Background: an optimization exercise with open tools, aiming at small area, a short achievable clock period and few clock cycles. Do not read the settings as production practice.
The RTL was checked by simulation tests, not by an equivalence proof against the original design.

## main
==> flow/design.v <==
module sha256_core (
    input  wire         clk,
    input  wire         rst,         
    input  wire         msg_valid,
    output wire         msg_ready,
    input  wire         msg_first,
    input  wire [31:0]  msg_word,
    output reg          done,
    output wire [255:0] digest
);
    localparam [255:0] IV = {32'h6a09e667, 32'hbb67ae85, 32'h3c6ef372, 32'ha54ff53a,
                             32'h510e527f, 32'h9b05688c, 32'h1f83d9ab, 32'h5be0cd19};
    reg  [3:0]  wcnt;     
    reg         wfull;    
    reg         pend;     
    reg         fin;      
    reg  [5:0]  rnd;      
    reg         ivsel;    
    reg         ok;       
    reg         rpl;      
    reg  [4:0]  rpc;      
    reg  [3:0]  mis;      
    reg         rp;       
    reg  [31:0] w [0:15];
    reg  [31:0] a, b, c, d, e, f, g, h;
    reg  [31:0] h0, h1, h2, h3, h4, h5, h6, h7;
    assign msg_ready = ~wfull & (mis == 4'd0);
    assign digest    = {h0, h1, h2, h3, h4, h5, h6, h7};
    wire accept = msg_valid & msg_ready;
    wire go     = (pend | wfull) & ~rpl;     
    wire rp_end = rpl & (rpc == 5'd16);
    wire ld_iv  = (accept & (wcnt == 4'd0) & msg_first) | (rp_end & ivsel);
    wire ld_h   = fin | (rpl & (rpc >= 5'd13));    
    wire ff     = ld_h | (go & (rnd[5:2] == 4'hf) & (rnd[1:0] != 2'd0));
    wire ok_nx  = ld_iv | fin | rp_end | (go & ok);
    function [31:0] rotr(input [31:0] x, input integer n);
        rotr = (x >> n) | (x << (32 - n));
    endfunction
    reg  [31:0] k_t, k_nx;
    wire [5:0]  rnd_nx = (rst | rpl) ? 6'd0 : go ? rnd + 6'd1 : rnd;
    always @(posedge clk)
        k_t <= k_nx;
    always @(*) begin
        case (rnd_nx)
            6'd0:  k_nx = 32'h428a2f98; 6'd1:  k_nx = 32'h71374491;
            6'd2:  k_nx = 32'hb5c0fbcf; 6'd3:  k_nx = 32'he9b5dba5;
            6'd4:  k_nx = 32'h3956c25b; 6'd5:  k_nx = 32'h59f111f1;
            6'd6:  k_nx = 32'h923f82a4; 6'd7:  k_nx = 32'hab1c5ed5;
            6'd8:  k_nx = 32'hd807aa98; 6'd9:  k_nx = 32'h12835b01;
            6'd10: k_nx = 32'h243185be; 6'd11: k_nx = 32'h550c7dc3;
            6'd12: k_nx = 32'h72be5d74; 6'd13: k_nx = 32'h80deb1fe;
            6'd14: k_nx = 32'h9bdc06a7; 6'd15: k_nx = 32'hc19bf174;
            6'd16: k_nx = 32'he49b69c1; 6'd17: k_nx = 32'hefbe4786;
            6'd18: k_nx = 32'h0fc19dc6; 6'd19: k_nx = 32'h240ca1cc;
            6'd20: k_nx = 32'h2de92c6f; 6'd21: k_nx = 32'h4a7484aa;
            6'd22: k_nx = 32'h5cb0a9dc; 6'd23: k_nx = 32'h76f988da;
            6'd24: k_nx = 32'h983e5152; 6'd25: k_nx = 32'ha831c66d;
            6'd26: k_nx = 32'hb00327c8; 6'd27: k_nx = 32'hbf597fc7;
            6'd28: k_nx = 32'hc6e00bf3; 6'd29: k_nx = 32'hd5a79147;
            6'd30: k_nx = 32'h06ca6351; 6'd31: k_nx = 32'h14292967;
            6'd32: k_nx = 32'h27b70a85; 6'd33: k_nx = 32'h2e1b2138;
            6'd34: k_nx = 32'h4d2c6dfc; 6'd35: k_nx = 32'h53380d13;
            6'd36: k_nx = 32'h650a7354; 6'd37: k_nx = 32'h766a0abb;
            6'd38: k_nx = 32'h81c2c92e; 6'd39: k_nx = 32'h92722c85;
            6'd40: k_nx = 32'ha2bfe8a1; 6'd41: k_nx = 32'ha81a664b;
            6'd42: k_nx = 32'hc24b8b70; 6'd43: k_nx = 32'hc76c51a3;
            6'd44: k_nx = 32'hd192e819; 6'd45: k_nx = 32'hd6990624;
            6'd46: k_nx = 32'hf40e3585; 6'd47: k_nx = 32'h106aa070;
            6'd48: k_nx = 32'h19a4c116; 6'd49: k_nx = 32'h1e376c08;
            6'd50: k_nx = 32'h2748774c; 6'd51: k_nx = 32'h34b0bcb5;
            6'd52: k_nx = 32'h391c0cb3; 6'd53: k_nx = 32'h4ed8aa4a;
            6'd54: k_nx = 32'h5b9cca4f; 6'd55: k_nx = 32'h682e6ff3;
            6'd56: k_nx = 32'h748f82ee; 6'd57: k_nx = 32'h78a5636f;
            6'd58: k_nx = 32'h84c87814; 6'd59: k_nx = 32'h8cc70208;
            6'd60: k_nx = 32'h90befffa; 6'd61: k_nx = 32'ha4506ceb;
            6'd62: k_nx = 32'hbef9a3f7; default: k_nx = 32'hc67178f2;
        endcase
    end
    function [31:0] add32(input [31:0] x, input [31:0] y);
        reg [31:0] gg, pp, p0;
        integer l, j;
        begin
            gg = x & y;
            pp = x ^ y;
            p0 = pp;
            for (l = 0; l < 5; l = l + 1)
                for (j = 0; j < 32; j = j + 1)
                    if ((j >> l) & 1) begin
                        gg[j] = gg[j] | (pp[j] & gg[((j >> l) << l) - 1]);
                        pp[j] = pp[j] & pp[((j >> l) << l) - 1];
                    end
            add32 = p0 ^ {gg[30:0], 1'b0};
        end
    endfunction
    function [63:0] csa(input [31:0] x, input [31:0] y, input [31:0] z);
        csa = {x ^ y ^ z, ((x & y) | (x & z) | (y & z)) << 1};
    endfunction
    wire [31:0] big_s1 = rotr(e, 6) ^ rotr(e, 11) ^ rotr(e, 25);
    wire [31:0] big_s0 = rotr(a, 2) ^ rotr(a, 13) ^ rotr(a, 22);
    wire [31:0] ch     = g ^ (e & (f ^ g));
    wire [31:0] maj    = (a & b) | (c & (a | b));
    wire [63:0] hwk = csa(h, w[15], k_t);
    wire [63:0] u   = csa(hwk[63:32], hwk[31:0], big_s1);
    wire [63:0] x   = csa(ch, big_s0, maj);
    wire [63:0] ea  = csa(u[63:32], u[31:0], ch);
    wire [63:0] eb  = csa(ea[63:32], ea[31:0], d);
    wire [63:0] aa  = csa(u[63:32], u[31:0], x[63:32]);
    wire [63:0] ab  = csa(aa[63:32], aa[31:0], x[31:0]);
    wire [31:0] e_new = add32(eb[63:32], eb[31:0]);
    wire [31:0] a_new = add32(ab[63:32], ab[31:0]);
    wire [31:0] sml_s0 = rotr(w[1], 7)  ^ rotr(w[1], 18)  ^ (w[1] >> 3);
    wire [31:0] sml_s1 = rotr(w[14], 17) ^ rotr(w[14], 19) ^ (w[14] >> 10);
    wire [63:0] wa     = csa(sml_s1, w[9], sml_s0);
    wire [63:0] wb     = csa(wa[63:32], wa[31:0], w[0]);
    wire [31:0] w_next = add32(wb[63:32], wb[31:0]);
    reg  [31:0] iv_a, iv_e;
    always @(*) begin
        case (rnd[1:0])
            2'd1:    begin iv_a = IV[159:128]; iv_e = IV[31:0];   end
            2'd2:    begin iv_a = IV[191:160]; iv_e = IV[63:32];  end
            2'd3:    begin iv_a = IV[223:192]; iv_e = IV[95:64];  end
            default: begin iv_a = IV[255:224]; iv_e = IV[127:96]; end
        endcase
    end
    wire [31:0] ff_a = add32((ivsel & ~rpl) ? iv_a : h3, rpl ? 32'd0 : a);
    wire [31:0] ff_e = add32((ivsel & ~rpl) ? iv_e : h7, rpl ? 32'd0 : e);
    integer i;
    always @(posedge clk) begin
        if (rst) begin
            wcnt  <= 4'd0;
            wfull <= 1'b0;
            pend  <= 1'b0;
            fin   <= 1'b0;
            rnd   <= 6'd0;
            done  <= 1'b0;
            ok    <= 1'b0;
            rpl   <= 1'b0;
            rpc   <= 5'd0;
            mis   <= 4'd0;
            rp    <= 1'b0;
        end else begin
            pend <= accept;
            done <= fin;
            fin  <= go & wfull & (rnd == 6'd63);
            ok   <= ok_nx;
            rnd  <= rnd_nx;
            if (accept) begin
                wcnt <= wcnt + 4'd1;
                if (wcnt == 4'd15) begin
                    wfull <= 1'b1;
                    if (!ok_nx)
                        rpl <= 1'b1;
                end
            end
            if (!accept && !wfull && wcnt != 4'd0)
                mis <= mis + 4'd1;
            else
                mis <= 4'd0;
            if (rpl) begin
                rpc <= rpc + 5'd1;
                if (rpc == 5'd16) begin
                    rpc <= 5'd0;
                    rpl <= 1'b0;
                    rp  <= 1'b1;
                end
            end
            if (go) begin
                if (rnd == 6'd14)
                    rp <= 1'b0;
                if (rnd == 6'd63)
                    wfull <= 1'b0;
            end
        end
    end
    always @(posedge clk) begin
        if (accept && wcnt == 4'd0)
            ivsel <= msg_first;
        for (i = 0; i < 15; i = i + 1)
            w[i] <= w[i + 1];
        w[15] <= accept ? msg_word : (wfull & ~rpl & ~rp) ? w_next : w[0];
        if (ff) begin
            h0 <= ff_a; h1 <= h0; h2 <= h1; h3 <= h2;
            h4 <= ff_e; h5 <= h4; h6 <= h5; h7 <= h6;
        end
        if (ld_iv) begin
            a <= IV[255:224]; b <= IV[223:192]; c <= IV[191:160]; d <= IV[159:128];
            e <= IV[127:96];  f <= IV[95:64];   g <= IV[63:32];   h <= IV[31:0];
        end else if (ld_h) begin
            a <= ff_a; b <= h0; c <= h1; d <= h2;
            e <= ff_e; f <= h4; g <= h5; h <= h6;
        end else begin
            h <= g;
            g <= f;
            f <= e;
            e <= e_new;
            d <= c;
            c <= b;
            b <= a;
            a <= a_new;
        end
    end
endmodule
==> flow/config.mk <==
export PLATFORM = sky130hd
export DESIGN_NAME = sha256_core
export DESIGN_NICKNAME = sha256_core
export VERILOG_FILES = /design/flow/design.v
export SDC_FILE = /design/flow/constraint.sdc
export NUM_CORES = 4
export LEC_CHECK = 0
export ABC_AREA = 1
export CAP_MARGIN = 20
export CORE_MARGIN = 2
export CORE_UTILIZATION = 35
export CTS_CLUSTER_DIAMETER = 80
export CTS_CLUSTER_SIZE = 20
export SLEW_MARGIN = 20
==> flow/constraint.sdc <==
create_clock -name core_clock -period 10.0 [get_ports {clk}]
set_input_delay 2.0000 -clock core_clock [delete_from_list [all_inputs] [get_ports {clk}]]
set_output_delay 2.0000 -clock core_clock [all_outputs]
set_load 0.01 [all_outputs]
standard.sh (not shown) runs the stock make flow with config.mk's settings and CLKGATE_MAP_FILE= SYNTH_SCRIPT=/design/flow/synth_recipe.tcl, a recipe that flattens the netlist after the stock synthesis.
==> flow/flow/run.sh <==
#!/bin/bash
set -euo pipefail
bash standard.sh "BUFFER_PORTS_ARGS=-buffer_cell sky130_fd_sc_hd__buf_1" \
    SETUP_SLACK_MARGIN=5.5 finish > make.log 2>&1
Looking at the reports, main completed the entire flow and the layout it produced met the timing, DRC and antenna checks.
Testbench counts of main, summed over its fixed seeds: cycles 24,976.
## Diff of input files: the feature branch against main
diff --git a/flow/design.v b/flow/design.v
--- a/flow/design.v
+++ b/flow/design.v
@@ -16,24 +16,24 @@
     reg         fin;      
     reg  [5:0]  rnd;      
     reg         ivsel;    
     reg         ok;       
     reg         rpl;      
-    reg  [4:0]  rpc;      
-    reg  [3:0]  mis;      
+    reg  [1:0]  rpc;      
     reg         rp;       
     reg  [31:0] w [0:15];
     reg  [31:0] a, b, c, d, e, f, g, h;
     reg  [31:0] h0, h1, h2, h3, h4, h5, h6, h7;
-    assign msg_ready = ~wfull & (mis == 4'd0);
+    assign msg_ready = ~wfull;
     assign digest    = {h0, h1, h2, h3, h4, h5, h6, h7};
-    wire accept = msg_valid & msg_ready;
+    wire accept = msg_valid & ~wfull;
     wire go     = (pend | wfull) & ~rpl;     
-    wire rp_end = rpl & (rpc == 5'd16);
+    wire rp_end = rpl & (rpc == 2'd3);
     wire ld_iv  = (accept & (wcnt == 4'd0) & msg_first) | (rp_end & ivsel);
-    wire ld_h   = fin | (rpl & (rpc >= 5'd13));    
+    wire ld_h   = fin | rpl;                 
     wire ff     = ld_h | (go & (rnd[5:2] == 4'hf) & (rnd[1:0] != 2'd0));
+    wire rot    = (rpl & (rpc == 2'd0)) | (rp & go);    
     wire ok_nx  = ld_iv | fin | rp_end | (go & ok);
     function [31:0] rotr(input [31:0] x, input integer n);
         rotr = (x >> n) | (x << (32 - n));
     endfunction
     reg  [31:0] k_t, k_nx;
@@ -133,12 +133,11 @@
             fin   <= 1'b0;
             rnd   <= 6'd0;
             done  <= 1'b0;
             ok    <= 1'b0;
             rpl   <= 1'b0;
-            rpc   <= 5'd0;
-            mis   <= 4'd0;
+            rpc   <= 2'd0;
             rp    <= 1'b0;
         end else begin
             pend <= accept;
             done <= fin;
             fin  <= go & wfull & (rnd == 6'd63);
@@ -150,18 +149,13 @@
                     wfull <= 1'b1;
                     if (!ok_nx)
                         rpl <= 1'b1;
                 end
             end
-            if (!accept && !wfull && wcnt != 4'd0)
-                mis <= mis + 4'd1;
-            else
-                mis <= 4'd0;
             if (rpl) begin
-                rpc <= rpc + 5'd1;
-                if (rpc == 5'd16) begin
-                    rpc <= 5'd0;
+                rpc <= rpc + 2'd1;
+                if (rpc == 2'd3) begin
                     rpl <= 1'b0;
                     rp  <= 1'b1;
                 end
             end
             if (go) begin
@@ -173,13 +167,15 @@
         end
     end
     always @(posedge clk) begin
         if (accept && wcnt == 4'd0)
             ivsel <= msg_first;
-        for (i = 0; i < 15; i = i + 1)
-            w[i] <= w[i + 1];
-        w[15] <= accept ? msg_word : (wfull & ~rpl & ~rp) ? w_next : w[0];
+        if (accept || (wfull && !rpl) || rot) begin
+            for (i = 0; i < 15; i = i + 1)
+                w[i] <= w[i + 1];
+            w[15] <= rot ? w[0] : wfull ? w_next : msg_word;
+        end
         if (ff) begin
             h0 <= ff_a; h1 <= h0; h2 <= h1; h3 <= h2;
             h4 <= ff_e; h5 <= h4; h6 <= h5; h7 <= h6;
         end
         if (ld_iv) begin
--- outcome ---
| worst max-slew margin expressed relative to the limit | main vs the feature branch | ≈ equal |. Of the feature branch and main, it is the feature branch that has the lower critical path depth. Diff main -> the feature branch | routability-driven placement congestion ratio | up by a few percent. Of the feature branch and main, the run reporting the lower sequential cell area was main. Taking main as the reference, in the feature branch arrival time of data at the critical path endpoint up 0.04 ns, area of the multi-input gates up 2.1%, share of the cycle needed by the critical path after routing up 0.18 points. Compared with main, number of CTS-inserted buffers in the feature branch increased by a few percent. The feature branch does worse than main on die area. main -> the feature branch: final design instance area without fill increased by more than 10%. Going from main to the feature branch, area after synthesis went up by 0.0047 mm2.
Testbench counts of the feature branch, summed over its fixed seeds: cycles 24,976.


Starts from the design.v that is shown in full above.
clock: 10.0 ns
lec_check: 0
abc_area: 1
cap_margin: 20
core_margin: 2
core_utilization: 40
cts_cluster_diameter: 80
cts_cluster_size: 20
slew_margin: 20
==> flow/flow/run.sh <==
#!/bin/bash
set -euo pipefail
bash standard.sh "BUFFER_PORTS_ARGS=-buffer_cell sky130_fd_sc_hd__buf_1" \
    SETUP_SLACK_MARGIN=5.6 finish > make.log 2>&1
Testbench counts at the start, summed over its fixed seeds: cycles 24,976.
Edit:
--- a/flow/design.v
+++ b/flow/design.v
@@ -18,20 +18,20 @@
     reg         ivsel;    
     reg         ok;       
     reg         rpl;      
-    reg  [4:0]  rpc;      
-    reg  [3:0]  mis;      
+    reg  [1:0]  rpc;      
     reg         rp;       
     reg  [31:0] w [0:15];
     reg  [31:0] a, b, c, d, e, f, g, h;
     reg  [31:0] h0, h1, h2, h3, h4, h5, h6, h7;
-    assign msg_ready = ~wfull & (mis == 4'd0);
+    assign msg_ready = ~wfull;
     assign digest    = {h0, h1, h2, h3, h4, h5, h6, h7};
-    wire accept = msg_valid & msg_ready;
+    wire accept = msg_valid & ~wfull;
     wire go     = (pend | wfull) & ~rpl;     
-    wire rp_end = rpl & (rpc == 5'd16);
+    wire rp_end = rpl & (rpc == 2'd3);
     wire ld_iv  = (accept & (wcnt == 4'd0) & msg_first) | (rp_end & ivsel);
-    wire ld_h   = fin | (rpl & (rpc >= 5'd13));    
+    wire ld_h   = fin | rpl;                 
     wire ff     = ld_h | (go & (rnd[5:2] == 4'hf) & (rnd[1:0] != 2'd0));
+    wire rot    = (rpl & (rpc == 2'd0)) | (rp & go);    
     wire ok_nx  = ld_iv | fin | rp_end | (go & ok);
     function [31:0] rotr(input [31:0] x, input integer n);
         rotr = (x >> n) | (x << (32 - n));
@@ -135,8 +135,7 @@
             done  <= 1'b0;
             ok    <= 1'b0;
             rpl   <= 1'b0;
-            rpc   <= 5'd0;
-            mis   <= 4'd0;
+            rpc   <= 2'd0;
             rp    <= 1'b0;
         end else begin
             pend <= accept;
@@ -152,14 +151,9 @@
                         rpl <= 1'b1;
                 end
             end
-            if (!accept && !wfull && wcnt != 4'd0)
-                mis <= mis + 4'd1;
-            else
-                mis <= 4'd0;
             if (rpl) begin
-                rpc <= rpc + 5'd1;
-                if (rpc == 5'd16) begin
-                    rpc <= 5'd0;
+                rpc <= rpc + 2'd1;
+                if (rpc == 2'd3) begin
                     rpl <= 1'b0;
                     rp  <= 1'b1;
                 end
@@ -175,9 +169,11 @@
     always @(posedge clk) begin
         if (accept && wcnt == 4'd0)
             ivsel <= msg_first;
-        for (i = 0; i < 15; i = i + 1)
-            w[i] <= w[i + 1];
-        w[15] <= accept ? msg_word : (wfull & ~rpl & ~rp) ? w_next : w[0];
+        if (accept || (wfull && !rpl) || rot) begin
+            for (i = 0; i < 15; i = i + 1)
+                w[i] <= w[i + 1];
+            w[15] <= rot ? w[0] : wfull ? w_next : msg_word;
+        end
         if (ff) begin
             h0 <= ff_a; h1 <= h0; h2 <= h1; h3 <= h2;
             h4 <= ff_e; h5 <= h4; h6 <= h5; h7 <= h6;
Effect: Design area is higher by about 10%; utilization barely changes; cell count is higher by about 2%; global-route usage came out lower by 0.15 points; flip-flop and latch count drops by 7; synthesized area came out higher by 9.3%.
Testbench counts after the change, summed over its fixed seeds: cycles 24,976.

==> port drivers added, routing unchanged <==
In the flow no input, the clock included, has a driving cell. The finished layouts below were timed again as built, in two steps.
Step 1, drivers: a clkbuf_16 drives clk and a buf_2 each remaining input, both assumed.
Step 2 adds t to the input delays and takes it off the output delays; t is the mean of the earliest and latest rising clock arrival at the registers after step 1. Input paths then give back, and output paths get back, about the clock's delay inside the block.
Slacks: ideal / step 1 / step 2; pairs: ideal / step 1.
run	t (ns)	slack for setup (ns)	cell pins on the clock port's net
main	0.779	5.555 / 5.555 / 4.995	1
the feature branch	0.774	5.537 / 5.537 / 4.836	1
the first run of note 2	0.784	5.565 / 5.565 / 4.985	1
the second run of note 2	0.792	5.498 / 5.498 / 5.094	1
After both steps every run listed still meets setup and hold. The setup slack of the feature branch, which loses most, moves by 0.000 ns with the drivers and by -0.701 ns with both steps.
